From an optimization exercise on the open Yosys and OpenROAD flow, aimed at small area, a short achievable clock period and few clock cycles; shortcuts taken in it are not production practice. Function was checked by simulation only, so behaviour that the tests miss may differ from the original.

==> design/flow/design.v <==
module gkm_opu (
    input  wire         clk,
    input  wire         rst_n,
    input  wire         cmd_valid,
    output wire         cmd_ready,
    input  wire [1:0]   cmd_op,        
    input  wire [127:0] cmd_key,       
    input  wire [63:0]  cmd_expect,
    input  wire         in_valid,
    output wire         in_ready,
    input  wire [63:0]  in_data,       
    input  wire [3:0]   in_nbytes,     
    input  wire         in_last,
    output wire         out_valid,
    input  wire         out_ready,
    output wire [63:0]  out_result,
    output wire         out_match
);
    localparam [3:0] S_IDLE = 4'd0,
                     S_CRC  = 4'd1,
                     S_HA   = 4'd2,    
                     S_HB   = 4'd3,    
                     S_LA   = 4'd4,    
                     S_LB   = 4'd5,    
                     S_F1   = 4'd6,
                     S_F2   = 4'd7,
                     S_F3   = 4'd8,
                     S_F4   = 4'd9,
                     S_FOLD = 4'd10;
    reg  [3:0]   st;
    reg  [1:0]   op;           
    reg          pend;         
    reg          cmd_pres;     
    reg  [1:0]   cop;          
    reg          cmd_rdy, in_rdy, ov;
    reg          ir_full, ir_last;
    reg  [3:0]   ir_n;
    reg  [63:0]  ir_d;         
    reg  [255:0] v;            
    reg  [63:0]  res;
    reg          match;
    reg  [4:0]   lenq;         
    wire [63:0] v0 = v[63:0];
    wire [63:0] v1 = v[127:64];
    wire [63:0] v2 = v[191:128];
    wire [63:0] v3 = v[255:192];
    wire st_la_lb = (st == S_LA) || (st == S_LB);
    wire [63:0] m_beat = ir_d | ((ir_last && !ir_n[3]) ? {lenq, ir_n[2:0], 56'd0} : 64'd0);
    wire [63:0] m      = st_la_lb ? {lenq, 3'b000, 56'd0} : m_beat;
    wire sel_a  = (st == S_HA) || (st == S_LA);
    wire sel_b  = (st == S_HB) || (st == S_LB);
    wire sel_ff = (st == S_HB && ir_last && !ir_n[3]) || (st == S_LB);
    wire round_run = (st == S_HA && ir_full) || (st == S_HB) || st_la_lb ||
                     (st == S_F1) || (st == S_F2) || (st == S_F3) || (st == S_F4);
    wire [63:0] r0, r1, r2, r3;
    gkm_sipround u_round (
        .i0(v0), .i1(v1), .i2(v2), .i3(v3 ^ (sel_a ? m : 64'd0)),
        .o0(r0), .o1(r1), .o2(r2), .o3(r3));
    wire [255:0] v_round = {r3, r2 ^ {56'd0, {8{sel_ff}}}, r1, r0 ^ (sel_b ? m : 64'd0)};
    wire [63:0] hsh = v0 ^ v1 ^ v2 ^ v3;
    wire        op32 = (op == 2'd0);
    wire [63:0] cx   = v2 ^ ir_d;
    wire [2:0]  rb   = ir_n[2:0];            
    wire [63:0] cx1  = rb[0] ? {cx[7:0],   cx[63:8]}  : cx;
    wire [63:0] cx2  = rb[1] ? {cx1[15:0], cx1[63:16]} : cx1;
    wire [63:0] crt  = rb[2] ? {cx2[31:0], cx2[63:32]} : cx2;
    wire [7:0]  lob;
    genvar gj;
    generate
        for (gj = 0; gj < 8; gj = gj + 1) begin : g_lob
            assign lob[gj] = (ir_n <= 4'd7 - gj);
        end
    endgenerate
    wire [63:0] lom;
    generate
        for (gj = 0; gj < 8; gj = gj + 1) begin : g_lom
            assign lom[8*gj +: 8] = {8{lob[gj]}};
        end
    endgenerate
    wire [63:0] g64;
    wire [31:0] g32;
    gkm_crc_g u_crc (.t(crt & ~lom), .g64(g64), .g32(g32));
    wire [63:0] s_hi   = crt & lom;
    wire [63:0] c64n   = s_hi ^ g64;
    wire [31:0] c32n   = s_hi[31:0] ^ g32;
    wire [63:0] crc_nx = op32 ? {32'd0, c32n} : c64n;
    wire [63:0] crc_rs = op32 ? {32'd0, ~c32n} : ~c64n;
    wire        crc_mt = op32 ? (~c32n == v0[31:0]) : (~c64n == v0);
    wire take      = cmd_valid && cmd_rdy;
    wire accept    = in_valid && in_rdy;
    wire crc_beat  = (st == S_CRC) && ir_full;
    wire crc_go    = crc_beat && !(ir_last && ov && !out_ready);
    wire crc_done  = crc_go && ir_last;
    wire fold_go   = (st == S_FOLD) && !pend && (!ov || out_ready);
    wire pop       = crc_go || (st == S_HB);
    wire free      = (st == S_IDLE) || crc_done || fold_go;
    wire start     = free && cmd_pres && !pend;
    reg [3:0] st_n;
    always @(*) begin
        st_n = st;
        case (st)
            S_CRC:  if (crc_done) st_n = S_IDLE;
            S_HA:   if (ir_full) st_n = S_HB;
            S_HB:   st_n = !ir_last ? S_HA : (ir_n[3] ? S_LA : S_F1);
            S_LA:   st_n = S_LB;
            S_LB:   st_n = S_F1;
            S_F1:   st_n = S_F2;
            S_F2:   st_n = S_F3;
            S_F3:   st_n = S_F4;
            S_F4:   st_n = S_FOLD;
            S_FOLD: if (fold_go) st_n = S_IDLE;
            default: st_n = S_IDLE;
        endcase
        if (start) st_n = cop[1] ? S_HA : S_CRC;
    end
    wire       ir_full_n = accept || (ir_full && !pop);
    wire       ir_last_n = in_rdy ? in_last : ir_last;
    wire       ov_n      = (crc_done || fold_go) || (ov && !out_ready);
    wire       pend_n    = start || (pend && !take);
    wire [1:0] op_n      = start ? cop : op;
    wire       fin_n     = (st_n == S_LA) || (st_n == S_LB) || (st_n == S_F1) || (st_n == S_F2) ||
                           (st_n == S_F3) || (st_n == S_F4) || (st_n == S_FOLD);
    wire [63:0] in_m;
    generate
        for (gj = 0; gj < 8; gj = gj + 1) begin : g_inm
            assign in_m[8*gj +: 8] = in_data[8*gj +: 8] & {8{in_nbytes > gj}};
        end
    endgenerate
    always @(posedge clk) begin
        if (!rst_n) begin
            st       <= S_IDLE;
            pend     <= 1'b0;
            cmd_pres <= 1'b0;
            cmd_rdy  <= 1'b0;
            in_rdy   <= 1'b0;
            ov       <= 1'b0;
            ir_full  <= 1'b0;
        end else begin
            st       <= st_n;
            pend     <= pend_n;
            cmd_pres <= cmd_valid && !take;
            cmd_rdy  <= pend_n && (!op_n[1] || (fin_n && !ov_n));
            in_rdy   <= !ir_full_n || (st_n == S_CRC && !(ir_last_n && ov_n)) || (st_n == S_HB);
            ov       <= ov_n;
            ir_full  <= ir_full_n;
        end
    end
    always @(posedge clk) begin
        cop <= cmd_op;
        if (start) op <= cop;
        if (in_rdy) begin
            ir_d    <= in_m;
            ir_n    <= in_nbytes;
            ir_last <= in_last;
        end
        if (start)
            lenq <= 5'd0;
        else if (st == S_HB)
            lenq <= lenq + 5'd1;
        if (start) begin
            v[255:192] <= cmd_key[127:64] ^ 64'h7465646279746573;
            v[191:128] <= cop[1] ? (cmd_key[63:0] ^ 64'h6c7967656e657261) :
                          (cop[0] ? 64'hFFFFFFFFFFFFFFFF : 64'h00000000FFFFFFFF);
            v[127:64]  <= cmd_key[127:64] ^ 64'h646f72616e646f6d;
            v[63:0]    <= cop[1] ? (cmd_key[63:0] ^ 64'h736f6d6570736575) : cmd_expect;
        end else if (round_run) begin
            v <= v_round;
        end else if (crc_go) begin
            v[191:128] <= crc_nx;
        end
        if (crc_done) begin
            res   <= crc_rs;
            match <= crc_mt;
        end else if (fold_go) begin
            res   <= hsh;
            match <= (hsh == res);
        end else if (take && op[1]) begin
            res   <= cmd_expect;
        end
    end
    assign cmd_ready  = cmd_rdy;
    assign in_ready   = in_rdy;
    assign out_valid  = ov;
    assign out_result = res;
    assign out_match  = match;
endmodule
module gkm_sipround (
    input  wire [63:0] i0, i1, i2, i3,
    output wire [63:0] o0, o1, o2, o3
);
    wire [63:0] a0, a2, c0, c2;
    gkm_add64 u_a0 (.a(i0), .b(i1), .s(a0));
    gkm_add64 u_a2 (.a(i2), .b(i3), .s(a2));
    wire [63:0] b1 = {i1[50:0], i1[63:51]} ^ a0;           
    wire [63:0] b3 = {i3[47:0], i3[63:48]} ^ a2;           
    gkm_add64 u_c0 (.a({a0[31:0], a0[63:32]}), .b(b3), .s(c0));
    gkm_add64 u_c2 (.a(a2), .b(b1), .s(c2));
    assign o0 = c0;
    assign o3 = {b3[42:0], b3[63:43]} ^ c0;                
    assign o1 = {b1[46:0], b1[63:47]} ^ c2;                
    assign o2 = {c2[31:0], c2[63:32]};                     
endmodule
module gkm_add64 (
    input  wire [63:0] a,
    input  wire [63:0] b,
    output wire [63:0] s
);
    wire [63:0] g [0:6];
    wire [63:0] p [0:6];
    assign g[0] = a & b;
    assign p[0] = a ^ b;
    genvar l, i;
    generate
        for (l = 0; l < 6; l = l + 1) begin : g_lv
            for (i = 0; i < 64; i = i + 1) begin : g_bit
                if ((i >> l) & 1) begin : g_op
                    assign g[l+1][i] = g[l][i] | (p[l][i] & g[l][((i >> l) << l) - 1]);
                    assign p[l+1][i] = p[l][i] & p[l][((i >> l) << l) - 1];
                end else begin : g_pass
                    assign g[l+1][i] = g[l][i];
                    assign p[l+1][i] = p[l][i];
                end
            end
        end
    endgenerate
    assign s = p[0] ^ {g[6][62:0], 1'b0};
endmodule
module gkm_crc_g (input wire [63:0] t, output wire [63:0] g64, output wire [31:0] g32);
    wire [427:0] x;
    assign x[63:0] = t;
    assign x[64] = x[38] ^ x[48];
    assign x[65] = x[8] ^ x[43];
    assign x[66] = x[52] ^ x[53];
    assign x[67] = x[60] ^ x[61];
    assign x[68] = x[14] ^ x[62];
    assign x[69] = x[18] ^ x[47];
    assign x[70] = x[16] ^ x[45];
    assign x[71] = x[21] ^ x[37];
    assign x[72] = x[11] ^ x[44];
    assign x[73] = x[27] ^ x[55];
    assign x[74] = x[10] ^ x[28];
    assign x[75] = x[12] ^ x[35];
    assign x[76] = x[15] ^ x[34];
    assign x[77] = x[25] ^ x[39];
    assign x[78] = x[26] ^ x[40];
    assign x[79] = x[29] ^ x[50];
    assign x[80] = x[30] ^ x[51];
    assign x[81] = x[13] ^ x[24];
    assign x[82] = x[19] ^ x[58];
    assign x[83] = x[20] ^ x[49];
    assign x[84] = x[22] ^ x[59];
    assign x[85] = x[17] ^ x[46];
    assign x[86] = x[33] ^ x[54];
    assign x[87] = x[56] ^ x[57];
    assign x[88] = x[41] ^ x[63];
    assign x[89] = x[1] ^ x[23];
    assign x[90] = x[4] ^ x[36];
    assign x[91] = x[9] ^ x[31];
    assign x[92] = x[32] ^ x[42];
    assign x[93] = x[0] ^ x[72];
    assign x[94] = x[5] ^ x[6];
    assign x[95] = x[3] ^ x[67];
    assign x[96] = x[2] ^ x[64];
    assign x[97] = x[7] ^ x[65];
    assign x[98] = x[69] ^ x[71];
    assign x[99] = x[74] ^ x[77];
    assign x[100] = x[66] ^ x[86];
    assign x[101] = x[57] ^ x[76];
    assign x[102] = x[70] ^ x[75];
    assign x[103] = x[80] ^ x[81];
    assign x[104] = x[63] ^ x[68];
    assign x[105] = x[1] ^ x[84];
    assign x[106] = x[9] ^ x[85];
    assign x[107] = x[39] ^ x[83];
    assign x[108] = x[73] ^ x[82];
    assign x[109] = x[78] ^ x[79];
    assign x[110] = x[7] ^ x[89];
    assign x[111] = x[3] ^ x[61];
    assign x[112] = x[22] ^ x[38];
    assign x[113] = x[36] ^ x[92];
    assign x[114] = x[0] ^ x[2];
    assign x[115] = x[5] ^ x[40];
    assign x[116] = x[6] ^ x[14];
    assign x[117] = x[30] ^ x[49];
    assign x[118] = x[31] ^ x[55];
    assign x[119] = x[33] ^ x[52];
    assign x[120] = x[11] ^ x[87];
    assign x[121] = x[35] ^ x[70];
    assign x[122] = x[54] ^ x[66];
    assign x[123] = x[91] ^ x[93];
    assign x[124] = x[12] ^ x[41];
    assign x[125] = x[13] ^ x[45];
    assign x[126] = x[15] ^ x[19];
    assign x[127] = x[18] ^ x[43];
    assign x[128] = x[21] ^ x[59];
    assign x[129] = x[23] ^ x[27];
    assign x[130] = x[16] ^ x[88];
    assign x[131] = x[24] ^ x[65];
    assign x[132] = x[32] ^ x[73];
    assign x[133] = x[37] ^ x[69];
    assign x[134] = x[51] ^ x[90];
    assign x[135] = x[42] ^ x[95];
    assign x[136] = x[62] ^ x[96];
    assign x[137] = x[0] ^ x[29];
    assign x[138] = x[17] ^ x[44];
    assign x[139] = x[25] ^ x[34];
    assign x[140] = x[3] ^ x[64];
    assign x[141] = x[8] ^ x[68];
    assign x[142] = x[50] ^ x[71];
    assign x[143] = x[53] ^ x[87];
    assign x[144] = x[58] ^ x[78];
    assign x[145] = x[60] ^ x[94];
    assign x[146] = x[67] ^ x[79];
    assign x[147] = x[82] ^ x[84];
    assign x[148] = x[4] ^ x[23];
    assign x[149] = x[6] ^ x[48];
    assign x[150] = x[28] ^ x[47];
    assign x[151] = x[13] ^ x[80];
    assign x[152] = x[18] ^ x[87];
    assign x[153] = x[31] ^ x[111];
    assign x[154] = x[33] ^ x[66];
    assign x[155] = x[35] ^ x[83];
    assign x[156] = x[49] ^ x[74];
    assign x[157] = x[56] ^ x[73];
    assign x[158] = x[58] ^ x[79];
    assign x[159] = x[77] ^ x[85];
    assign x[160] = x[78] ^ x[88];
    assign x[161] = x[10] ^ x[97];
    assign x[162] = x[44] ^ x[106];
    assign x[163] = x[91] ^ x[100];
    assign x[164] = x[2] ^ x[46];
    assign x[165] = x[4] ^ x[41];
    assign x[166] = x[22] ^ x[56];
    assign x[167] = x[24] ^ x[38];
    assign x[168] = x[7] ^ x[75];
    assign x[169] = x[15] ^ x[92];
    assign x[170] = x[21] ^ x[69];
    assign x[171] = x[32] ^ x[70];
    assign x[172] = x[50] ^ x[76];
    assign x[173] = x[55] ^ x[83];
    assign x[174] = x[59] ^ x[68];
    assign x[175] = x[62] ^ x[119];
    assign x[176] = x[81] ^ x[90];
    assign x[177] = x[28] ^ x[93];
    assign x[178] = x[81] ^ x[100];
    assign x[179] = x[102] ^ x[107];
    assign x[180] = x[104] ^ x[109];
    assign x[181] = x[5] ^ x[26];
    assign x[182] = x[10] ^ x[61];
    assign x[183] = x[12] ^ x[29];
    assign x[184] = x[17] ^ x[34];
    assign x[185] = x[40] ^ x[51];
    assign x[186] = x[43] ^ x[52];
    assign x[187] = x[1] ^ x[87];
    assign x[188] = x[2] ^ x[88];
    assign x[189] = x[9] ^ x[76];
    assign x[190] = x[11] ^ x[118];
    assign x[191] = x[20] ^ x[89];
    assign x[192] = x[22] ^ x[90];
    assign x[193] = x[23] ^ x[94];
    assign x[194] = x[26] ^ x[88];
    assign x[195] = x[27] ^ x[90];
    assign x[196] = x[45] ^ x[126];
    assign x[197] = x[48] ^ x[65];
    assign x[198] = x[54] ^ x[72];
    assign x[199] = x[60] ^ x[127];
    assign x[200] = x[75] ^ x[117];
    assign x[201] = x[79] ^ x[84];
    assign x[202] = x[86] ^ x[112];
    assign x[203] = x[30] ^ x[107];
    assign x[204] = x[36] ^ x[98];
    assign x[205] = x[42] ^ x[140];
    assign x[206] = x[47] ^ x[105];
    assign x[207] = x[77] ^ x[103];
    assign x[208] = x[98] ^ x[134];
    assign x[209] = x[99] ^ x[130];
    assign x[210] = x[128] ^ x[146];
    assign x[211] = x[4] ^ x[12];
    assign x[212] = x[5] ^ x[20];
    assign x[213] = x[10] ^ x[46];
    assign x[214] = x[14] ^ x[38];
    assign x[215] = x[15] ^ x[25];
    assign x[216] = x[16] ^ x[58];
    assign x[217] = x[18] ^ x[53];
    assign x[218] = x[25] ^ x[44];
    assign x[219] = x[26] ^ x[51];
    assign x[220] = x[33] ^ x[46];
    assign x[221] = x[34] ^ x[39];
    assign x[222] = x[37] ^ x[50];
    assign x[223] = x[45] ^ x[57];
    assign x[224] = x[0] ^ x[82];
    assign x[225] = x[5] ^ x[137];
    assign x[226] = x[19] ^ x[76];
    assign x[227] = x[27] ^ x[92];
    assign x[228] = x[29] ^ x[116];
    assign x[229] = x[37] ^ x[92];
    assign x[230] = x[39] ^ x[138];
    assign x[231] = x[40] ^ x[75];
    assign x[232] = x[44] ^ x[83];
    assign x[233] = x[48] ^ x[91];
    assign x[234] = x[55] ^ x[75];
    assign x[235] = x[55] ^ x[82];
    assign x[236] = x[56] ^ x[125];
    assign x[237] = x[57] ^ x[72];
    assign x[238] = x[59] ^ x[86];
    assign x[239] = x[62] ^ x[114];
    assign x[240] = x[63] ^ x[89];
    assign x[241] = x[68] ^ x[89];
    assign x[242] = x[85] ^ x[94];
    assign x[243] = x[112] ^ x[129];
    assign x[244] = x[3] ^ x[143];
    assign x[245] = x[6] ^ x[96];
    assign x[246] = x[9] ^ x[97];
    assign x[247] = x[11] ^ x[99];
    assign x[248] = x[12] ^ x[95];
    assign x[249] = x[13] ^ x[108];
    assign x[250] = x[17] ^ x[96];
    assign x[251] = x[19] ^ x[101];
    assign x[252] = x[20] ^ x[141];
    assign x[253] = x[22] ^ x[151];
    assign x[254] = x[28] ^ x[145];
    assign x[255] = x[29] ^ x[98];
    assign x[256] = x[30] ^ x[131];
    assign x[257] = x[36] ^ x[121];
    assign x[258] = x[50] ^ x[98];
    assign x[259] = x[51] ^ x[122];
    assign x[260] = x[52] ^ x[101];
    assign x[261] = x[57] ^ x[102];
    assign x[262] = x[67] ^ x[109];
    assign x[263] = x[73] ^ x[99];
    assign x[264] = x[78] ^ x[103];
    assign x[265] = x[80] ^ x[152];
    assign x[266] = x[81] ^ x[97];
    assign x[267] = x[84] ^ x[120];
    assign x[268] = x[95] ^ x[113];
    assign x[269] = x[101] ^ x[156];
    assign x[270] = x[108] ^ x[149];
    assign x[271] = x[110] ^ x[144];
    assign x[272] = x[121] ^ x[154];
    assign x[273] = x[139] ^ x[171];
    assign x[274] = x[37] ^ x[123];
    assign x[275] = x[148] ^ x[179];
    assign x[276] = x[153] ^ x[161];
    assign x[277] = x[1] ^ x[54];
    assign x[278] = x[3] ^ x[42];
    assign x[279] = x[4] ^ x[27];
    assign x[280] = x[4] ^ x[32];
    assign x[281] = x[8] ^ x[10];
    assign x[282] = x[9] ^ x[26];
    assign x[283] = x[14] ^ x[40];
    assign x[284] = x[16] ^ x[41];
    assign x[285] = x[26] ^ x[41];
    assign x[286] = x[27] ^ x[33];
    assign x[287] = x[30] ^ x[32];
    assign x[288] = x[31] ^ x[54];
    assign x[289] = x[36] ^ x[42];
    assign x[290] = x[42] ^ x[48];
    assign x[291] = x[49] ^ x[62];
    assign x[292] = x[53] ^ x[59];
    assign x[293] = x[5] ^ x[80];
    assign x[294] = x[6] ^ x[64];
    assign x[295] = x[7] ^ x[150];
    assign x[296] = x[8] ^ x[80];
    assign x[297] = x[11] ^ x[115];
    assign x[298] = x[12] ^ x[114];
    assign x[299] = x[16] ^ x[92];
    assign x[300] = x[16] ^ x[124];
    assign x[301] = x[23] ^ x[115];
    assign x[302] = x[28] ^ x[115];
    assign x[303] = x[31] ^ x[185];
    assign x[304] = x[35] ^ x[85];
    assign x[305] = x[38] ^ x[65];
    assign x[306] = x[46] ^ x[72];
    assign x[307] = x[46] ^ x[129];
    assign x[308] = x[47] ^ x[71];
    assign x[309] = x[52] ^ x[138];
    assign x[310] = x[53] ^ x[215];
    assign x[311] = x[56] ^ x[71];
    assign x[312] = x[56] ^ x[116];
    assign x[313] = x[60] ^ x[74];
    assign x[314] = x[60] ^ x[83];
    assign x[315] = x[62] ^ x[183];
    assign x[316] = x[63] ^ x[77];
    assign x[317] = x[64] ^ x[71];
    assign x[318] = x[65] ^ x[137];
    assign x[319] = x[66] ^ x[212];
    assign x[320] = x[68] ^ x[76];
    assign x[321] = x[78] ^ x[117];
    assign x[322] = x[82] ^ x[85];
    assign x[323] = x[83] ^ x[129];
    assign x[324] = x[84] ^ x[94];
    assign x[325] = x[86] ^ x[150];
    assign x[326] = x[88] ^ x[112];
    assign x[327] = x[118] ^ x[218];
    assign x[328] = x[119] ^ x[290];
    assign x[329] = x[167] ^ x[181];
    assign x[330] = x[0] ^ x[104];
    assign x[331] = x[1] ^ x[157];
    assign x[332] = x[18] ^ x[101];
    assign x[333] = x[19] ^ x[96];
    assign x[334] = x[20] ^ x[160];
    assign x[335] = x[21] ^ x[102];
    assign x[336] = x[21] ^ x[122];
    assign x[337] = x[25] ^ x[95];
    assign x[338] = x[34] ^ x[104];
    assign x[339] = x[39] ^ x[202];
    assign x[340] = x[40] ^ x[153];
    assign x[341] = x[45] ^ x[158];
    assign x[342] = x[46] ^ x[134];
    assign x[343] = x[47] ^ x[108];
    assign x[344] = x[54] ^ x[105];
    assign x[345] = x[59] ^ x[154];
    assign x[346] = x[61] ^ x[132];
    assign x[347] = x[64] ^ x[110];
    assign x[348] = x[64] ^ x[133];
    assign x[349] = x[67] ^ x[202];
    assign x[350] = x[68] ^ x[198];
    assign x[351] = x[69] ^ x[113];
    assign x[352] = x[70] ^ x[93];
    assign x[353] = x[71] ^ x[155];
    assign x[354] = x[73] ^ x[102];
    assign x[355] = x[74] ^ x[95];
    assign x[356] = x[74] ^ x[105];
    assign x[357] = x[75] ^ x[103];
    assign x[358] = x[85] ^ x[313];
    assign x[359] = x[87] ^ x[238];
    assign x[360] = x[88] ^ x[174];
    assign x[361] = x[91] ^ x[130];
    assign x[362] = x[93] ^ x[187];
    assign x[363] = x[96] ^ x[225];
    assign x[364] = x[97] ^ x[283];
    assign x[365] = x[99] ^ x[122];
    assign x[366] = x[99] ^ x[173];
    assign x[367] = x[101] ^ x[124];
    assign x[368] = x[103] ^ x[128];
    assign x[369] = x[103] ^ x[188];
    assign x[370] = x[104] ^ x[142];
    assign x[371] = x[105] ^ x[130];
    assign x[372] = x[106] ^ x[293];
    assign x[373] = x[108] ^ x[172];
    assign x[374] = x[110] ^ x[127];
    assign x[375] = x[110] ^ x[133];
    assign x[376] = x[111] ^ x[132];
    assign x[377] = x[113] ^ x[150];
    assign x[378] = x[113] ^ x[236];
    assign x[379] = x[116] ^ x[120];
    assign x[380] = x[120] ^ x[124];
    assign x[381] = x[125] ^ x[175];
    assign x[382] = x[125] ^ x[192];
    assign x[383] = x[139] ^ x[147];
    assign x[384] = x[141] ^ x[142];
    assign x[385] = x[144] ^ x[323];
    assign x[386] = x[151] ^ x[308];
    assign x[387] = x[152] ^ x[327];
    assign x[388] = x[159] ^ x[176];
    assign x[389] = x[160] ^ x[169];
    assign x[390] = x[165] ^ x[297];
    assign x[391] = x[166] ^ x[189];
    assign x[392] = x[184] ^ x[240];
    assign x[393] = x[190] ^ x[201];
    assign x[394] = x[194] ^ x[196];
    assign x[395] = x[195] ^ x[200];
    assign x[396] = x[217] ^ x[229];
    assign x[397] = x[15] ^ x[203];
    assign x[398] = x[24] ^ x[250];
    assign x[399] = x[41] ^ x[136];
    assign x[400] = x[63] ^ x[260];
    assign x[401] = x[68] ^ x[135];
    assign x[402] = x[106] ^ x[208];
    assign x[403] = x[123] ^ x[145];
    assign x[404] = x[124] ^ x[208];
    assign x[405] = x[131] ^ x[263];
    assign x[406] = x[134] ^ x[272];
    assign x[407] = x[135] ^ x[147];
    assign x[408] = x[135] ^ x[191];
    assign x[409] = x[157] ^ x[247];
    assign x[410] = x[159] ^ x[259];
    assign x[411] = x[161] ^ x[214];
    assign x[412] = x[162] ^ x[168];
    assign x[413] = x[162] ^ x[182];
    assign x[414] = x[163] ^ x[204];
    assign x[415] = x[176] ^ x[340];
    assign x[416] = x[178] ^ x[321];
    assign x[417] = x[197] ^ x[265];
    assign x[418] = x[198] ^ x[209];
    assign x[419] = x[200] ^ x[331];
    assign x[420] = x[206] ^ x[355];
    assign x[421] = x[206] ^ x[365];
    assign x[422] = x[210] ^ x[224];
    assign x[423] = x[222] ^ x[273];
    assign x[424] = x[227] ^ x[394];
    assign x[425] = x[253] ^ x[318];
    assign x[426] = x[261] ^ x[351];
    assign x[427] = x[252] ^ x[274];
    assign g64[0] = (((x[270] ^ x[358]) ^ x[414]) ^ (x[360] ^ ((((x[11] ^ x[23]) ^ x[278]) ^ x[107]) ^ (x[236] ^ x[97]))));
    assign g64[1] = (x[415] ^ ((((x[32] ^ x[6]) ^ x[175]) ^ (x[230] ^ x[243])) ^ (x[341] ^ x[367])));
    assign g64[2] = ((x[207] ^ x[360]) ^ (x[396] ^ ((((x[0] ^ x[34]) ^ (x[58] ^ x[7])) ^ (x[148] ^ x[220])) ^ (x[121] ^ x[302]))));
    assign g64[3] = (((x[225] ^ (x[140] ^ x[189])) ^ x[409]) ^ (x[353] ^ ((x[81] ^ ((x[45] ^ x[62]) ^ x[217])) ^ x[271])));
    assign g64[4] = ((x[379] ^ x[395]) ^ ((x[109] ^ ((x[164] ^ x[167]) ^ (x[8] ^ (x[19] ^ x[21])))) ^ (x[209] ^ x[344])));
    assign g64[5] = (x[417] ^ (((x[100] ^ x[196]) ^ (x[213] ^ (x[49] ^ (x[21] ^ x[25])))) ^ ((x[298] ^ x[324]) ^ x[180])));
    assign g64[6] = (x[417] ^ (((x[70] ^ ((x[26] ^ x[33]) ^ x[289])) ^ x[356]) ^ (x[320] ^ (x[142] ^ x[230]))));
    assign g64[7] = (((x[243] ^ x[322]) ^ ((x[121] ^ x[199]) ^ (x[185] ^ (x[49] ^ (x[29] ^ x[2]))))) ^ (x[274] ^ x[400]));
    assign g64[8] = (((x[299] ^ ((x[67] ^ x[86]) ^ x[294])) ^ x[419]) ^ (x[370] ^ (x[123] ^ x[266])));
    assign g64[9] = (((x[245] ^ x[258]) ^ (x[259] ^ x[337])) ^ (x[367] ^ ((x[147] ^ x[191]) ^ (x[227] ^ x[306]))));
    assign g64[10] = (((x[136] ^ x[178]) ^ (x[295] ^ (x[219] ^ (x[55] ^ (x[21] ^ x[43]))))) ^ (x[275] ^ x[407]));
    assign g64[11] = ((x[338] ^ x[388]) ^ (((x[157] ^ x[197]) ^ (x[201] ^ x[232])) ^ ((x[301] ^ x[95]) ^ x[336])));
    assign g64[12] = (((x[328] ^ (x[147] ^ x[159])) ^ x[276]) ^ (x[264] ^ ((x[195] ^ x[237]) ^ (x[212] ^ (x[50] ^ (x[15] ^ x[35]))))));
    assign g64[13] = (((x[254] ^ x[273]) ^ x[404]) ^ (x[385] ^ (((x[65] ^ x[66]) ^ x[174]) ^ x[123])));
    assign g64[14] = (((x[178] ^ x[356]) ^ (x[317] ^ (x[94] ^ x[146]))) ^ (x[412] ^ x[424]));
    assign g64[15] = ((x[311] ^ (x[80] ^ ((x[29] ^ x[52]) ^ x[111]))) ^ (x[383] ^ (x[250] ^ x[361])));
    assign g64[16] = ((x[379] ^ x[382]) ^ (((x[194] ^ x[317]) ^ x[246]) ^ (x[325] ^ (((x[35] ^ x[46]) ^ x[287]) ^ x[108]))));
    assign g64[17] = (((x[326] ^ x[93]) ^ x[251]) ^ (x[336] ^ ((x[127] ^ ((x[17] ^ x[3]) ^ x[125])) ^ (x[145] ^ x[315]))));
    assign g64[18] = (x[420] ^ ((((x[17] ^ x[284]) ^ x[175]) ^ (x[197] ^ x[311])) ^ (x[123] ^ x[395])));
    assign g64[19] = ((x[392] ^ x[396]) ^ (((((x[12] ^ x[5]) ^ x[91]) ^ x[146]) ^ (x[156] ^ x[237])) ^ (x[136] ^ x[382])));
    assign g64[20] = (((x[319] ^ ((x[41] ^ x[91]) ^ x[157])) ^ x[398]) ^ (x[377] ^ ((x[168] ^ x[296]) ^ x[210])));
    assign g64[21] = (x[425] ^ (((x[152] ^ x[99]) ^ (x[71] ^ (x[149] ^ x[291]))) ^ (x[163] ^ x[268])));
    assign g64[22] = (((x[235] ^ x[237]) ^ x[163]) ^ (x[180] ^ (((x[112] ^ x[117]) ^ (x[182] ^ x[280])) ^ ((x[43] ^ (x[34] ^ x[37])) ^ x[110]))));
    assign g64[23] = ((((x[186] ^ (x[49] ^ (x[14] ^ x[3]))) ^ x[254]) ^ x[412]) ^ (x[333] ^ ((x[103] ^ x[113]) ^ (x[172] ^ x[98]))));
    assign g64[24] = ((x[276] ^ x[406]) ^ (x[348] ^ (((x[116] ^ x[126]) ^ (x[22] ^ (x[0] ^ x[13]))) ^ ((x[77] ^ x[79]) ^ x[232]))));
    assign g64[25] = ((x[372] ^ x[384]) ^ (((x[107] ^ x[122]) ^ (x[171] ^ x[226])) ^ ((x[90] ^ (x[72] ^ x[78])) ^ x[347])));
    assign g64[26] = ((x[326] ^ ((x[185] ^ x[281]) ^ x[242])) ^ (((x[73] ^ ((x[15] ^ x[24]) ^ x[114])) ^ x[163]) ^ (x[179] ^ x[258])));
    assign g64[27] = (x[423] ^ ((x[305] ^ x[314]) ^ (((x[58] ^ x[286]) ^ x[104]) ^ (x[105] ^ x[303]))));
    assign g64[28] = (((x[155] ^ ((x[53] ^ x[219]) ^ x[133])) ^ (x[245] ^ x[350])) ^ ((x[373] ^ x[378]) ^ x[276]));
    assign g64[29] = (((x[140] ^ ((x[52] ^ x[126]) ^ x[132])) ^ (x[177] ^ x[179])) ^ ((x[246] ^ x[342]) ^ (x[359] ^ x[370])));
    assign g64[30] = ((x[350] ^ x[374]) ^ ((((x[279] ^ x[94]) ^ x[201]) ^ (x[300] ^ x[303])) ^ (x[205] ^ x[251])));
    assign g64[31] = (x[275] ^ (((x[169] ^ x[235]) ^ (x[309] ^ x[97])) ^ (x[254] ^ x[369])));
    assign g64[32] = (x[418] ^ (x[343] ^ ((x[146] ^ x[301]) ^ (x[291] ^ (x[48] ^ (x[24] ^ x[37]))))));
    assign g64[33] = (((x[207] ^ x[248]) ^ (x[307] ^ (x[109] ^ x[224]))) ^ (x[411] ^ x[414]));
    assign g64[34] = (x[427] ^ (x[421] ^ (x[346] ^ (((x[165] ^ x[64]) ^ x[226]) ^ x[264]))));
    assign g64[35] = (((x[335] ^ x[363]) ^ x[409]) ^ (x[389] ^ ((x[241] ^ x[314]) ^ x[163])));
    assign g64[36] = (((x[260] ^ x[262]) ^ (x[298] ^ ((x[24] ^ x[30]) ^ x[147]))) ^ (x[375] ^ ((x[171] ^ x[233]) ^ x[252])));
    assign g64[37] = ((x[361] ^ x[368]) ^ ((((x[286] ^ x[89]) ^ (x[32] ^ x[281])) ^ (x[155] ^ x[310])) ^ ((x[322] ^ x[95]) ^ x[136])));
    assign g64[38] = (x[423] ^ (((x[164] ^ x[166]) ^ (x[285] ^ ((x[53] ^ x[61]) ^ x[148]))) ^ (x[266] ^ x[270])));
    assign g64[39] = (((x[295] ^ x[329]) ^ x[162]) ^ (x[359] ^ ((x[141] ^ x[155]) ^ (x[278] ^ ((x[25] ^ x[51]) ^ x[129])))));
    assign g64[40] = ((x[341] ^ (x[170] ^ ((x[282] ^ x[90]) ^ (x[60] ^ x[149])))) ^ (x[400] ^ x[405]));
    assign g64[41] = ((x[334] ^ ((x[86] ^ (x[118] ^ x[77])) ^ x[257])) ^ (x[425] ^ ((x[309] ^ (x[170] ^ x[193])) ^ x[401])));
    assign g64[42] = (x[420] ^ (((x[86] ^ (x[76] ^ x[81])) ^ x[203]) ^ (x[93] ^ ((x[8] ^ x[280]) ^ x[144]))));
    assign g64[43] = ((x[241] ^ (((x[2] ^ x[33]) ^ x[139]) ^ x[233])) ^ (x[390] ^ (x[210] ^ x[354])));
    assign g64[44] = ((x[242] ^ ((x[166] ^ x[76]) ^ x[156])) ^ (x[357] ^ ((x[194] ^ x[239]) ^ x[268])));
    assign g64[45] = (x[422] ^ (((x[277] ^ ((x[48] ^ x[8]) ^ x[165])) ^ x[366]) ^ (x[143] ^ (x[106] ^ x[121]))));
    assign g64[46] = ((x[344] ^ x[372]) ^ (((x[170] ^ x[173]) ^ x[262]) ^ (x[239] ^ (((x[10] ^ x[58]) ^ x[289]) ^ x[120]))));
    assign g64[47] = ((x[267] ^ x[270]) ^ ((((x[62] ^ (x[10] ^ x[31])) ^ x[188]) ^ (x[89] ^ (x[186] ^ x[80]))) ^ (x[248] ^ x[258])));
    assign g64[48] = ((x[339] ^ ((x[131] ^ x[132]) ^ (x[223] ^ (x[114] ^ x[116])))) ^ (x[404] ^ x[413]));
    assign g64[49] = ((x[381] ^ x[391]) ^ (((x[115] ^ x[235]) ^ (x[306] ^ x[99])) ^ (x[205] ^ x[375])));
    assign g64[50] = (x[275] ^ (((x[120] ^ x[131]) ^ (x[160] ^ x[228])) ^ ((x[292] ^ ((x[34] ^ x[47]) ^ x[213])) ^ x[333])));
    assign g64[51] = ((x[345] ^ x[387]) ^ ((((x[222] ^ x[74]) ^ x[193]) ^ (x[196] ^ x[231])) ^ (x[256] ^ x[330])));
    assign g64[52] = (((x[299] ^ ((x[49] ^ x[119]) ^ x[101])) ^ x[405]) ^ (x[255] ^ ((x[140] ^ x[174]) ^ (x[89] ^ (x[138] ^ x[219])))));
    assign g64[53] = ((((x[82] ^ (x[117] ^ x[279])) ^ x[177]) ^ (x[272] ^ x[391])) ^ ((x[316] ^ (x[109] ^ x[199])) ^ x[398]));
    assign g64[54] = ((x[362] ^ x[386]) ^ ((((x[139] ^ x[216]) ^ (x[67] ^ x[94])) ^ (x[234] ^ x[328])) ^ (x[180] ^ x[246])));
    assign g64[55] = (((x[177] ^ x[251]) ^ x[408]) ^ (x[339] ^ ((x[234] ^ x[98]) ^ (x[80] ^ (x[26] ^ x[164])))));
    assign g64[56] = (((x[191] ^ ((x[137] ^ x[166]) ^ (x[186] ^ x[221]))) ^ x[415]) ^ (x[343] ^ (x[136] ^ x[335])));
    assign g64[57] = ((x[353] ^ x[388]) ^ (((x[84] ^ ((x[44] ^ x[48]) ^ x[287])) ^ x[244]) ^ (x[302] ^ (x[188] ^ x[241]))));
    assign g64[58] = ((x[266] ^ x[267]) ^ ((((x[4] ^ x[126]) ^ x[106]) ^ (x[109] ^ x[319])) ^ (x[136] ^ x[263])));
    assign g64[59] = (x[418] ^ (((((x[14] ^ x[9]) ^ x[183]) ^ x[145]) ^ (x[170] ^ x[296])) ^ (x[244] ^ x[385])));
    assign g64[60] = (((x[192] ^ ((x[23] ^ x[220]) ^ x[131])) ^ x[397]) ^ (x[248] ^ ((x[133] ^ x[143]) ^ x[180])));
    assign g64[61] = (((x[135] ^ x[265]) ^ (x[242] ^ ((x[167] ^ x[90]) ^ x[172]))) ^ ((x[345] ^ x[352]) ^ (x[364] ^ x[366])));
    assign g64[62] = ((((x[94] ^ (x[62] ^ x[165])) ^ (x[97] ^ x[98])) ^ x[410]) ^ (x[262] ^ (((x[72] ^ x[76]) ^ (x[82] ^ x[91])) ^ (x[102] ^ x[187]))));
    assign g64[63] = ((x[334] ^ ((x[122] ^ x[151]) ^ x[136])) ^ (x[426] ^ ((x[324] ^ ((x[7] ^ x[8]) ^ x[108])) ^ x[413])));
    assign g32[0] = ((x[358] ^ x[363]) ^ ((((x[221] ^ x[284]) ^ (x[43] ^ x[119])) ^ x[204]) ^ (x[249] ^ x[267])));
    assign g32[1] = (((x[177] ^ x[203]) ^ x[407]) ^ (x[348] ^ (((x[184] ^ x[89]) ^ x[143]) ^ (x[228] ^ x[231]))));
    assign g32[2] = ((x[397] ^ x[399]) ^ (x[422] ^ (x[374] ^ (x[231] ^ ((x[223] ^ x[288]) ^ x[176])))));
    assign g32[3] = ((x[371] ^ x[384]) ^ ((x[207] ^ x[268]) ^ (x[232] ^ ((x[115] ^ x[118]) ^ (x[164] ^ x[82])))));
    assign g32[4] = (((x[180] ^ x[247]) ^ (x[249] ^ x[332])) ^ (x[342] ^ (((x[20] ^ x[111]) ^ (x[70] ^ x[92])) ^ (x[193] ^ x[233]))));
    assign g32[5] = ((x[330] ^ x[332]) ^ ((((x[60] ^ (x[32] ^ x[55])) ^ x[107]) ^ (x[168] ^ x[192])) ^ (x[245] ^ x[264])));
    assign g32[6] = ((x[364] ^ x[393]) ^ (((x[304] ^ x[96]) ^ (x[69] ^ x[240])) ^ (x[269] ^ x[337])));
    assign g32[7] = (((x[269] ^ x[357]) ^ (x[305] ^ (x[142] ^ x[175]))) ^ (x[376] ^ ((x[84] ^ (x[148] ^ x[181])) ^ x[162])));
    assign g32[8] = ((((x[81] ^ (x[56] ^ x[69])) ^ x[338]) ^ (x[99] ^ (x[158] ^ x[243]))) ^ (x[403] ^ x[406]));
    assign g32[9] = ((x[349] ^ x[369]) ^ (((x[132] ^ x[170]) ^ (x[310] ^ x[312])) ^ ((x[43] ^ x[102]) ^ x[271])));
    assign g32[10] = (x[401] ^ (((x[288] ^ ((x[23] ^ x[58]) ^ x[215])) ^ (x[329] ^ x[93])) ^ (x[161] ^ x[255])));
    assign g32[11] = ((x[346] ^ x[352]) ^ (((x[105] ^ x[294]) ^ x[256]) ^ (x[316] ^ ((x[211] ^ x[282]) ^ (x[62] ^ x[126])))));
    assign g32[12] = ((x[347] ^ x[383]) ^ ((((x[186] ^ x[223]) ^ x[160]) ^ (x[173] ^ x[315])) ^ (x[123] ^ x[204])));
    assign g32[13] = (((x[177] ^ x[256]) ^ x[426]) ^ (x[392] ^ (x[173] ^ ((x[181] ^ x[79]) ^ x[154]))));
    assign g32[14] = (x[421] ^ ((((x[167] ^ x[80]) ^ (x[55] ^ (x[41] ^ x[50]))) ^ x[261]) ^ x[403]));
    assign g32[15] = (x[410] ^ ((x[190] ^ (((x[10] ^ x[2]) ^ x[149]) ^ (x[183] ^ x[67]))) ^ (x[271] ^ x[378])));
    assign g32[16] = (x[416] ^ (((x[164] ^ x[133]) ^ (x[174] ^ x[97])) ^ (x[376] ^ x[380])));
    assign g32[17] = ((x[325] ^ ((x[60] ^ x[211]) ^ x[141])) ^ (((x[143] ^ x[172]) ^ (x[91] ^ (x[218] ^ x[88]))) ^ (x[205] ^ x[249])));
    assign g32[18] = ((x[349] ^ (x[155] ^ (x[114] ^ (x[52] ^ (x[11] ^ x[14]))))) ^ (x[402] ^ x[424]));
    assign g32[19] = (x[408] ^ (x[380] ^ ((x[158] ^ x[239]) ^ (x[292] ^ (x[17] ^ (x[13] ^ x[15]))))));
    assign g32[20] = ((((x[127] ^ x[211]) ^ (x[216] ^ x[277])) ^ ((x[57] ^ x[114]) ^ x[104])) ^ (x[135] ^ x[368]));
    assign g32[21] = ((x[209] ^ x[255]) ^ (x[362] ^ (((x[220] ^ x[64]) ^ x[153]) ^ (x[195] ^ x[320]))));
    assign g32[22] = (x[419] ^ ((x[199] ^ (x[90] ^ (x[128] ^ x[213]))) ^ (x[381] ^ x[389])));
    assign g32[23] = ((x[66] ^ ((x[14] ^ x[18]) ^ (x[42] ^ x[63]))) ^ (((x[118] ^ x[128]) ^ (x[182] ^ x[64])) ^ (x[158] ^ x[230])));
    assign g32[24] = (((x[132] ^ ((x[137] ^ x[70]) ^ x[100])) ^ x[399]) ^ (x[386] ^ ((x[85] ^ ((x[36] ^ x[58]) ^ x[115])) ^ x[269])));
    assign g32[25] = ((x[205] ^ x[371]) ^ (((x[100] ^ x[133]) ^ (x[158] ^ x[190])) ^ ((x[221] ^ (x[28] ^ x[117])) ^ (x[304] ^ x[312]))));
    assign g32[26] = ((x[307] ^ ((x[31] ^ x[216]) ^ x[100])) ^ (((x[142] ^ x[156]) ^ (x[168] ^ x[169])) ^ (x[253] ^ x[390])));
    assign g32[27] = ((x[178] ^ x[377]) ^ (x[393] ^ ((((x[0] ^ x[51]) ^ x[184]) ^ (x[214] ^ x[65])) ^ (x[193] ^ x[300]))));
    assign g32[28] = (((x[199] ^ x[228]) ^ (x[229] ^ x[234])) ^ (x[207] ^ ((((x[48] ^ x[56]) ^ x[138]) ^ x[100]) ^ (x[110] ^ x[189]))));
    assign g32[29] = ((x[387] ^ (((x[2] ^ x[61]) ^ x[226]) ^ x[257])) ^ (x[411] ^ x[416]));
    assign g32[30] = ((((((x[32] ^ x[54]) ^ x[285]) ^ x[159]) ^ x[244]) ^ (x[257] ^ x[373])) ^ x[427]);
    assign g32[31] = (x[402] ^ (((x[144] ^ x[169]) ^ (x[187] ^ x[238])) ^ ((x[74] ^ (x[63] ^ (x[20] ^ x[38]))) ^ x[354])));
endmodule
==> design/flow/run.sh <==
#!/bin/bash
# synth_recipe.tcl (not shown) runs the flow's synth.tcl, then flattens the netlist and writes it again
# the make line also repeats each setting of config.mk as NAME=value (left out here)
make -C /OpenROAD-flow-scripts/flow DESIGN_CONFIG=/design/flow/config.mk WORK_HOME=/design/flow/orfs CLKGATE_MAP_FILE= SYNTH_SCRIPT=/design/flow/synth_recipe.tcl finish
==> design/flow/config.mk <==
export PLATFORM = sky130hd
export DESIGN_NAME = gkm_opu
export DESIGN_NICKNAME = gkm_opu
export VERILOG_FILES = /design/flow/design.v
export SDC_FILE = /design/flow/constraint.sdc
export NUM_CORES = 4
export LEC_CHECK = 0
export CAP_MARGIN = 20
export CORE_MARGIN = 2
export CORE_UTILIZATION = 30
export PLACE_DENSITY = 0.5
export SLEW_MARGIN = 20
==> design/flow/constraint.sdc <==
create_clock -name core_clock -period 25.0 [get_ports {clk}]
set_input_delay 5.0000 -clock core_clock [delete_from_list [all_inputs] [get_ports {clk}]]
set_output_delay 5.0000 -clock core_clock [all_outputs]
set_load 0.01 [all_outputs]
==> results of run 1 <==
-- cell usage in the layout (no fill, tap or decap), types with 31 or more instances in the layout --
cell | synthesis | routed
o21a_1 | 40 | 40
nand4_1 | 46 | 46
nor3_1 | 88 | 86
xnor2_1 | 1294 | 1281
a21o_1 | 122 | 122
nor2b_1 | 88 | 87
nand3_1 | 73 | 73
clkbuf_16 | 0 | 52
clkdlybuf4s50_1 | 0 | 335
xor2_1 | 603 | 601
o21bai_1 | 37 | 37
buf_4 | 15 | 246
nand2b_1 | 38 | 38
nor2_1 | 417 | 411
nand2_1 | 424 | 424
ha_1 | 250 | 250
and2_1 | 37 | 36
a21oi_1 | 421 | 417
a31oi_1 | 39 | 39
mux4_2 | 58 | 58
o21ai_0 | 230 | 223
mux2i_1 | 114 | 111
and3_1 | 31 | 31
a211oi_1 | 51 | 48
a22oi_1 | 37 | 37
xnor3_1 | 164 | 164
inv_1 | 126 | 124
edfxtp_1 | 390 | 390
o22ai_1 | 75 | 73
-- worst max-delay path, delay by kind of cell (launching register included) --
family | cells | cell delay, ns
AO/OA/AOI/OAI | 15 | 6.18
XOR/XNOR | 5 | 1.05
adder cells (fa/ha/maj) | 3 | 1.06
buffers and inverters | 3 | 1.23
flip-flops | 1 | 0.70
AND/OR/NAND/NOR | 7 | 1.44
-- Yosys cell counts, types with 50 or more instances --
cell	count	area, um2
xnor2_1	1294	11300
inv_1	126	473
mux4_2	58	1310
edfxtp_1	390	11700
nor2_1	417	1570
nor2b_1	88	551
o21ai_0	230	1150
buf_2	50	250
a21o_1	122	916
nand3_1	73	365
o22ai_1	75	469
nor3_1	88	440
xnor3_1	164	3690
a21oi_1	421	2110
clkbuf_1	160	601
xor2_1	603	5280
ha_1	250	3130
nand2_1	424	1590
mux2i_1	114	1140
a211oi_1	51	383
-- cell type report --
class	instances	area (um2)
repair buffers	586	5290
multi-input cells	5243	42900
diodes	19	47.5
fillers	19400	122000
clock inverters	38	410
well taps	2495	3120
clock buffers	55	1310
inverters	130	504
flip-flops and latches	409	12100
-- kinds of logic after synthesis --
logic type | synth area share (%)
DFF | 21.5
buffers and inverters | 3.07
and+or+nand+nor | 10.9
AOI/OAI and AO/OA | 15.6
adders and majority gates | 6.40
xor gates and xnor gates | 37.8
muxes | 4.80
-- per-stage QoR --
step / hold WS, ns / area [um2] / setup WS [ns]
6_report: 0.484 / 65700 / 12.96
5_1_grt: 0.487 / 65600 / 12.65
4_1_cts: 0.477 / 65500 / 13.35
3_5_place_dp: 0.458 / 63800 / 13.42
3_3_place_gp: 0.463 / 63700 / 13.42
2_1_floorplan: 0.445 / 56400 / 12.12
-- worst paths after layout --
check                          start                   to  slack, ns  cells past startpoint
setup / recovery    st[1]$_SDFF_PN0_      v[61]$_DFFE_PP_      12.96                     33
hold / removal    cmd_rdy$_SDFF_PN0_  cmd_pres$_SDFF_PN0_       0.48                      1
setup reg to reg    st[1]$_SDFF_PN0_      v[61]$_DFFE_PP_      12.96                     33
hold reg to reg   cmd_rdy$_SDFF_PN0_  cmd_pres$_SDFF_PN0_       0.48                      1
-- flip-flops by register name (all words and copies together) (netlist names), 2 cells and up --
signal and flops:
st 4, cop 2, ir_d 64, ir_n 4, lenq 5, v 256
res 64, op 2
-- routing by layer --
metal | track usage [%] | vias up
li1 | - | 22200
met1 | 50.4 | 28100
met2 | 64.9 | 4837
met3 | 12.7 | 1455
met4 | 46.3 | 10
met5 | 0 | -
==> results.sh, run 1 <==
export IMPL_dr_wl_met3_um=48700
export IMPL_firstDrtPassIters=8
export IMPL_endpoint_kind="register"
export IMPL_cts_buffers=51
export IMPL_dpl_hpwl_um=370000
export IMPL_setup_viol=0
export IMPL_core_area_um2=187000
export IMPL_crit_path_max_incr_delay_ns=0.90
export IMPL_die_h_um=437
export IMPL_root_buffer="clkbuf_16"
export IMPL_cts_sinks=409
export IMPL_io_pins=336
export IMPL_synthToLayoutAreaGrowth_pct=16.5
export IMPL_drt_wl_total_um=440000
export IMPL_vias=56600
export IMPL_syn_cell_area_um2=56400
export IMPL_cts_tree="yes"
export IMPL_rows=159
export IMPL_routed_top_layer="met5"
export IMPL_drtIter0Drc=9516
export IMPL_grt_pass1_vias=52700
export IMPL_cts_clk_slew_worst_paths_ns=0.07
export IMPL_ys_async_sr_fraction_pct=0
export IMPL_setup_tns_ns=0
export IMPL_rsz0062_at_grt="false"
export IMPL_finalClockSkew_ns=0.0391
export IMPL_drive_gt1_share_pct=8.98
export IMPL_ys_types=116
export IMPL_die_area_um2=191000
export IMPL_avgSynthCellArea_um2=9.32
export IMPL_maxSlewHeadroom_pct=11.1
export IMPL_fmaxAchievable_ghz=0.0831
export IMPL_worst_pin_slew_ns=1.32
export IMPL_arrival_ns=12.44
export IMPL_grt_max_degree=130
export IMPL_routed_wl_met2_um=181000
export IMPL_required_ns=25.40
export IMPL_yosys_warnings=2
export IMPL_worstPathMaxFanout=31
export IMPL_worst_path_most_repeated_cell="xnor2_1"
export IMPL_wire_per_inst_um=49.1
export IMPL_synth_edff_count=390
export IMPL_gp_congestion=1.16
export IMPL_grt_pass1_wl_um=553000
export IMPL_post_route_util_pct=35.1
export IMPL_drc=0
export IMPL_grt_usage_pct=44.4
export IMPL_finalCritPeriodShare_pct=48.2
export IMPL_die_w_um=437
export IMPL_synth_seq_cells=409
export IMPL_cap_viol_max_count=0
export IMPL_min_path_type="register to register"
export IMPL_h_tree_depth=2
export IMPL_ys_seq_area_share_pct=21.5
export IMPL_placedCellCount=8860
export IMPL_fin_cells=8975
export IMPL_syn_nets=6590
export IMPL_start_util_pct=30.1
export IMPL_status="timing/DRC/antenna clean"
export IMPL_cpMaxStageDelayCell="a211oi_1"
export IMPL_ant_nets=0
export IMPL_synth_ff_type="edfxtp_1"
export IMPL_gr_total_overflow=0
export IMPL_clk_latency_ns=0.70
export IMPL_cts_buffer_depth=3
export IMPL_hold_viol_final=0
export IMPL_antenna_found_initial=32
export IMPL_hold_buffers=0
export IMPL_maxSlewViolCount=0
export IMPL_nNetsFinal=6963
export IMPL_syn_inst=6048
export IMPL_met1_length_um=153000
export IMPL_via_per_inst=6.30
export IMPL_period_needed_ns=12.04
export IMPL_cts_setup_buffers=0
export IMPL_port_buffers=335
export IMPL_cts_resized=0
export IMPL_path_class="register to register"
export IMPL_startpoint_type="register"
Testbench counts, summed over its fixed seeds: cycles 67,736.
==> run 2: changes to the inputs <==
--- a/design/flow/design.v
+++ b/design/flow/design.v
@@ -30,4 +30,5 @@
     reg  [3:0]   st;
     reg  [1:0]   op;           
+    reg          op32;         
     reg          pend;         
     reg          cmd_pres;     
@@ -41,23 +42,45 @@
     reg          match;
     reg  [4:0]   lenq;         
+    reg          c_start;      
+    reg          c_run;        
+    reg          c_crc;        
+    reg          c_done;       
+    reg          c_fold;       
+    reg          c_b, c_ff, c_len, c_hb;
+    reg          c_wait;       
+    reg          c_inj;        
+    reg          c_sir;        
+    reg          c_sin;        
+    reg          c_linj;       
+    reg          c_rtake;      
     wire [63:0] v0 = v[63:0];
     wire [63:0] v1 = v[127:64];
     wire [63:0] v2 = v[191:128];
     wire [63:0] v3 = v[255:192];
-    wire st_la_lb = (st == S_LA) || (st == S_LB);
     wire [63:0] m_beat = ir_d | ((ir_last && !ir_n[3]) ? {lenq, ir_n[2:0], 56'd0} : 64'd0);
-    wire [63:0] m      = st_la_lb ? {lenq, 3'b000, 56'd0} : m_beat;
-    wire sel_a  = (st == S_HA) || (st == S_LA);
-    wire sel_b  = (st == S_HB) || (st == S_LB);
-    wire sel_ff = (st == S_HB && ir_last && !ir_n[3]) || (st == S_LB);
-    wire round_run = (st == S_HA && ir_full) || (st == S_HB) || st_la_lb ||
-                     (st == S_F1) || (st == S_F2) || (st == S_F3) || (st == S_F4);
+    wire [63:0] m      = c_len ? {lenq, 3'b000, 56'd0} : m_beat;
     wire [63:0] r0, r1, r2, r3;
     gkm_sipround u_round (
-        .i0(v0), .i1(v1), .i2(v2), .i3(v3 ^ (sel_a ? m : 64'd0)),
+        .i0(v0), .i1(v1), .i2(v2), .i3(v3),
         .o0(r0), .o1(r1), .o2(r2), .o3(r3));
-    wire [255:0] v_round = {r3, r2 ^ {56'd0, {8{sel_ff}}}, r1, r0 ^ (sel_b ? m : 64'd0)};
+    wire [255:0] v_round = {r3, r2 ^ {56'd0, {8{c_ff}}}, r1, r0 ^ (m & {64{c_b}})};
+    wire        in_short = in_valid && in_last && !in_nbytes[3];
+    wire [4:0]  widx     = c_inj ? lenq + 5'd1 : (c_wait ? lenq : 5'd0);
+    wire [63:0] in_mv;        
+    genvar gk;
+    generate
+        for (gk = 0; gk < 8; gk = gk + 1) begin : g_inmv
+            if (gk < 7) begin : g_lo
+                assign in_mv[8*gk +: 8] = in_data[8*gk +: 8] & {8{in_valid && (in_nbytes > gk)}};
+            end else begin : g_hi
+                assign in_mv[63:56] = (in_data[63:56] & {8{in_valid && in_nbytes[3]}}) |
+                                      ({widx, in_nbytes[2:0]} & {8{in_short}});
+            end
+        end
+    endgenerate
+    wire [63:0] inj = ({64{c_sir}} & (ir_d | ((ir_last && !ir_n[3]) ? {5'd0, ir_n[2:0], 56'd0} : 64'd0))) |
+                      ({64{c_sin || c_inj || c_wait}} & in_mv) |
+                      ({64{c_linj}} & {lenq + 5'd1, 3'b000, 56'd0});
     wire [63:0] hsh = v0 ^ v1 ^ v2 ^ v3;
-    wire        op32 = (op == 2'd0);
     wire [63:0] cx   = v2 ^ ir_d;
     wire [2:0]  rb   = ir_n[2:0];            
@@ -87,18 +110,12 @@
     wire [63:0] crc_rs = op32 ? {32'd0, ~c32n} : ~c64n;
     wire        crc_mt = op32 ? (~c32n == v0[31:0]) : (~c64n == v0);
-    wire take      = cmd_valid && cmd_rdy;
-    wire accept    = in_valid && in_rdy;
-    wire crc_beat  = (st == S_CRC) && ir_full;
-    wire crc_go    = crc_beat && !(ir_last && ov && !out_ready);
-    wire crc_done  = crc_go && ir_last;
-    wire fold_go   = (st == S_FOLD) && !pend && (!ov || out_ready);
-    wire pop       = crc_go || (st == S_HB);
-    wire free      = (st == S_IDLE) || crc_done || fold_go;
-    wire start     = free && cmd_pres && !pend;
+    wire take   = cmd_valid && cmd_rdy;
+    wire accept = in_valid && in_rdy;
+    wire pop    = c_crc || c_hb;
     reg [3:0] st_n;
     always @(*) begin
         st_n = st;
         case (st)
-            S_CRC:  if (crc_done) st_n = S_IDLE;
+            S_CRC:  if (c_done) st_n = S_IDLE;
             S_HA:   if (ir_full) st_n = S_HB;
             S_HB:   st_n = !ir_last ? S_HA : (ir_n[3] ? S_LA : S_F1);
@@ -109,16 +126,24 @@
             S_F3:   st_n = S_F4;
             S_F4:   st_n = S_FOLD;
-            S_FOLD: if (fold_go) st_n = S_IDLE;
+            S_FOLD: if (c_fold) st_n = S_IDLE;
             default: st_n = S_IDLE;
         endcase
-        if (start) st_n = cop[1] ? S_HA : S_CRC;
+        if (c_start) st_n = cop[1] ? S_HA : S_CRC;
     end
     wire       ir_full_n = accept || (ir_full && !pop);
     wire       ir_last_n = in_rdy ? in_last : ir_last;
-    wire       ov_n      = (crc_done || fold_go) || (ov && !out_ready);
-    wire       pend_n    = start || (pend && !take);
-    wire [1:0] op_n      = start ? cop : op;
+    wire [3:0] ir_n_n    = in_rdy ? in_nbytes : ir_n;
+    wire       ov_n      = c_done || c_fold || (ov && !out_ready);
+    wire       pend_n    = c_start || (pend && !take);
+    wire       pres_n    = cmd_valid && !take;
+    wire [1:0] op_n      = c_start ? cop : op;
     wire       fin_n     = (st_n == S_LA) || (st_n == S_LB) || (st_n == S_F1) || (st_n == S_F2) ||
                            (st_n == S_F3) || (st_n == S_F4) || (st_n == S_FOLD);
+    wire       crc_n     = (st_n == S_CRC) && ir_full_n && !(ir_last_n && ov_n);
+    wire       done_n    = crc_n && ir_last_n;
+    wire       fold_n    = (st_n == S_FOLD) && !pend_n && !ov_n;
+    wire       start_n   = ((st_n == S_IDLE) || done_n || fold_n) && pres_n && !pend_n;
+    wire       rdy_n     = pend_n && (!op_n[1] || (fin_n && !ov_n));
+    wire       in_rdy_n  = !ir_full_n || crc_n || (st_n == S_HB);
     wire [63:0] in_m;
     generate
@@ -133,20 +158,55 @@
             cmd_pres <= 1'b0;
             cmd_rdy  <= 1'b0;
-            in_rdy   <= 1'b0;
+            in_rdy   <= 1'b1;
             ov       <= 1'b0;
             ir_full  <= 1'b0;
+            c_start  <= 1'b0;
+            c_run    <= 1'b0;
+            c_crc    <= 1'b0;
+            c_done   <= 1'b0;
+            c_fold   <= 1'b0;
+            c_wait   <= 1'b0;
+            c_inj    <= 1'b0;
+            c_sir    <= 1'b0;
+            c_sin    <= 1'b0;
+            c_linj   <= 1'b0;
+            c_b      <= 1'b0;
+            c_ff     <= 1'b0;
+            c_len    <= 1'b0;
+            c_hb     <= 1'b0;
+            c_rtake  <= 1'b0;
         end else begin
             st       <= st_n;
             pend     <= pend_n;
-            cmd_pres <= cmd_valid && !take;
-            cmd_rdy  <= pend_n && (!op_n[1] || (fin_n && !ov_n));
-            in_rdy   <= !ir_full_n || (st_n == S_CRC && !(ir_last_n && ov_n)) || (st_n == S_HB);
+            cmd_pres <= pres_n;
+            cmd_rdy  <= rdy_n;
+            in_rdy   <= in_rdy_n;
             ov       <= ov_n;
             ir_full  <= ir_full_n;
+            c_start  <= start_n;
+            c_run    <= (st_n == S_HA && ir_full_n) || (st_n == S_HB) || (st_n == S_LA) ||
+                        (st_n == S_LB) || (st_n == S_F1) || (st_n == S_F2) ||
+                        (st_n == S_F3) || (st_n == S_F4);
+            c_crc    <= crc_n;
+            c_done   <= done_n;
+            c_fold   <= fold_n;
+            c_wait   <= (st_n == S_HA) && !ir_full_n;
+            c_inj    <= (st_n == S_HB) && !ir_last_n;
+            c_sir    <= start_n && ir_full_n && !crc_n;
+            c_sin    <= start_n && in_rdy_n;
+            c_linj   <= (st_n == S_HB) && ir_last_n && ir_n_n[3];
+            c_b      <= (st_n == S_HB) || (st_n == S_LB);
+            c_ff     <= (st_n == S_HB && ir_last_n && !ir_n_n[3]) || (st_n == S_LB);
+            c_len    <= (st_n == S_LA) || (st_n == S_LB);
+            c_hb     <= (st_n == S_HB);
+            c_rtake  <= rdy_n && op_n[1];
         end
     end
     always @(posedge clk) begin
         cop <= cmd_op;
-        if (start) op <= cop;
+        if (c_start) begin
+            op   <= cop;
+            op32 <= (cop == 2'd0);
+        end
         if (in_rdy) begin
             ir_d    <= in_m;
@@ -154,27 +214,31 @@
             ir_last <= in_last;
         end
-        if (start)
+        if (c_start)
             lenq <= 5'd0;
-        else if (st == S_HB)
+        else if (c_hb)
             lenq <= lenq + 5'd1;
-        if (start) begin
-            v[255:192] <= cmd_key[127:64] ^ 64'h7465646279746573;
-            v[191:128] <= cop[1] ? (cmd_key[63:0] ^ 64'h6c7967656e657261) :
-                          (cop[0] ? 64'hFFFFFFFFFFFFFFFF : 64'h00000000FFFFFFFF);
-            v[127:64]  <= cmd_key[127:64] ^ 64'h646f72616e646f6d;
-            v[63:0]    <= cop[1] ? (cmd_key[63:0] ^ 64'h736f6d6570736575) : cmd_expect;
-        end else if (round_run) begin
-            v <= v_round;
-        end else if (crc_go) begin
-            v[191:128] <= crc_nx;
-        end
-        if (crc_done) begin
+        if (c_start || c_run || c_wait)
+            v[255:192] <= (({64{c_start}} & (cmd_key[127:64] ^ 64'h7465646279746573)) |
+                           ({64{c_run}}   & v_round[255:192]) |
+                           ({64{c_wait}}  & v3)) ^ inj;
+        if (c_start || c_run) begin
+            v[127:64]  <= ({64{c_start}} & (cmd_key[127:64] ^ 64'h646f72616e646f6d)) |
+                          ({64{c_run}}   & v_round[127:64]);
+            v[63:0]    <= ({64{c_start}} & (cop[1] ? (cmd_key[63:0] ^ 64'h736f6d6570736575) : cmd_expect)) |
+                          ({64{c_run}}   & v_round[63:0]);
+        end
+        if (c_start || c_run || c_crc)
+            v[191:128] <= ({64{c_start}} & (cop[1] ? (cmd_key[63:0] ^ 64'h6c7967656e657261) :
+                                            (cop[0] ? 64'hFFFFFFFFFFFFFFFF : 64'h00000000FFFFFFFF))) |
+                          ({64{c_run}}   & v_round[191:128]) |
+                          ({64{c_crc && !c_start}} & crc_nx);
+        if (c_rtake) begin
+            res   <= cmd_expect;
+        end else if (c_done) begin
             res   <= crc_rs;
             match <= crc_mt;
-        end else if (fold_go) begin
+        end else if (c_fold) begin
             res   <= hsh;
             match <= (hsh == res);
-        end else if (take && op[1]) begin
-            res   <= cmd_expect;
         end
     end
--- a/design/flow/config.mk
+++ b/design/flow/config.mk
@@ -8,5 +8,5 @@
 export CAP_MARGIN = 20
 export CORE_MARGIN = 2
-export CORE_UTILIZATION = 30
-export PLACE_DENSITY = 0.5
+export CORE_UTILIZATION = 72
+export PLACE_DENSITY = 0.85
 export SLEW_MARGIN = 20
==> run 2 against run 1 <==
The run now fails in global routing (5_1_grt). Synthesized cell count fell by 2.1%. Area after synthesis fell by 4.3%.
==> results.sh, run 2 <==
export IMPL_status="stopped before the end"
export IMPL_lastStage="global routing (5_1_grt)"
export IMPL_error="[ERROR GRT-0116] Global routing finished with congestion. Check the congestion regions in the DRC Viewer."
export IMPL_die_h_um=278
export IMPL_synth_top_area_cell="edfxtp_1"
export IMPL_postPlaceCellArea_um2=58200
export IMPL_cts_buffers=49
export IMPL_synth_seq_cells=423
export IMPL_cts_sinks=423
export IMPL_cts_buffer_depth=3
export IMPL_syn_cell_area_um2=53900
export IMPL_syn_inst=5922
export IMPL_avgSynthCellArea_um2=9.11
export IMPL_synth_top_area_share_pct=21.7
export IMPL_grt_max_degree=131
export IMPL_dpl_hpwl_um=241000
export IMPL_syn_nets=6464
export IMPL_gr_total_overflow=203
export IMPL_synthMostInstantiatedCell="xnor2_1"
export IMPL_grt_usage_pct=80.5
export IMPL_cts_resized=0
export IMPL_ys_seq_area_share_pct=22.9
export IMPL_cts_setup_buffers=0
export IMPL_io_pins=336
export IMPL_h_tree_depth=2
export IMPL_gp_congestion=1.60
export IMPL_ys_async_sr_fraction_pct=0
export IMPL_synth_edff_count=389
export IMPL_die_w_um=278
export IMPL_start_util_pct=72.6
export IMPL_grt_pass1_wl_um=443000
export IMPL_grt_pass1_vias=58400
export IMPL_hold_buffers=0
export IMPL_rows=100
export IMPL_netlist_top_cells_area="edfxtp_1, xnor2_1, xor2_1"
export IMPL_port_buffers=335
export IMPL_root_buffer="clkbuf_16"
export IMPL_synth_ff_type="edfxtp_1"
export IMPL_yosys_warnings=2
export IMPL_ys_types=118
export IMPL_synth_common_cells="xnor2_1, xor2_1, nand2_1"
-- run 2: kinds of logic after synthesis --
family / after synthesis / share of synthesized area [%]
buffers and inverters: 381 / 3.00
AND/OR/NAND/NOR: 1261 / 10.8
flip-flops: 423 / 22.9
XOR/XNOR: 2111 / 36.5
multiplexers: 107 / 3.05
AO/OA/AOI/OAI: 1365 / 17.1
adder cells (fa/ha/maj): 274 / 6.69
-- run 2: worst max path at each step --
stage / end / cells past startpoint / startpoint
after CTS: v[127]$_DFFE_PP_ / 32 / v[128]$_DFFE_PP_
after floorplan: v[127]$_DFFE_PP_ / 31 / v[128]$_DFFE_PP_
after detailed placement: v[127]$_DFFE_PP_ / 32 / v[128]$_DFFE_PP_
after global placement: v[127]$_DFFE_PP_ / 32 / v[128]$_DFFE_PP_
-- run 2: per-layer routing --
metal | global-route usage [%] | overflow
met1 | 82.7 | 13
met2 | 90.6 | 86
met5 | 56.4 | 4
met3 | 72.4 | 15
met4 | 71.5 | 85
-- run 2: metrics by stage --
stage,instances,hold slack [ns],setup slack [ns]
after floorplan,5922,0.444,17.80
after global placement,7070,0.459,16.83
after detailed placement,7071,0.459,16.60
after CTS,7161,0.463,16.52
Testbench counts of run 2, summed over its fixed seeds: cycles 67,736.

## what the ideal ports hide
The flow's constraints put no driver on any port. The routed layout listed below was extracted and timed again, unchanged, in two steps. Step 1 sets driving cells, clkbuf_16 on the clock port and buf_2 on the other inputs (assumed; they add their load-dependent delay and slew). Step 2 adds t to the input delays and takes it off the output delays; t is the mean of the earliest and latest rising clock arrival at the registers after step 1. Input paths then give back, and output paths get back, about the clock's delay inside the block. a / b / c = ideal ports / drivers / drivers and shift; a / b = the first two.
run: run 1
shift t [ns]: 0.756
slack for setup (ns): 12.960 / 12.960 / 12.960
hold slack, ns: 0.484 / 0.484 / 0.484
After both steps setup and hold are still met in run 1. For run 1, drivers alone change the setup slack by 0.000 ns; drivers and shift together by 0.000 ns.
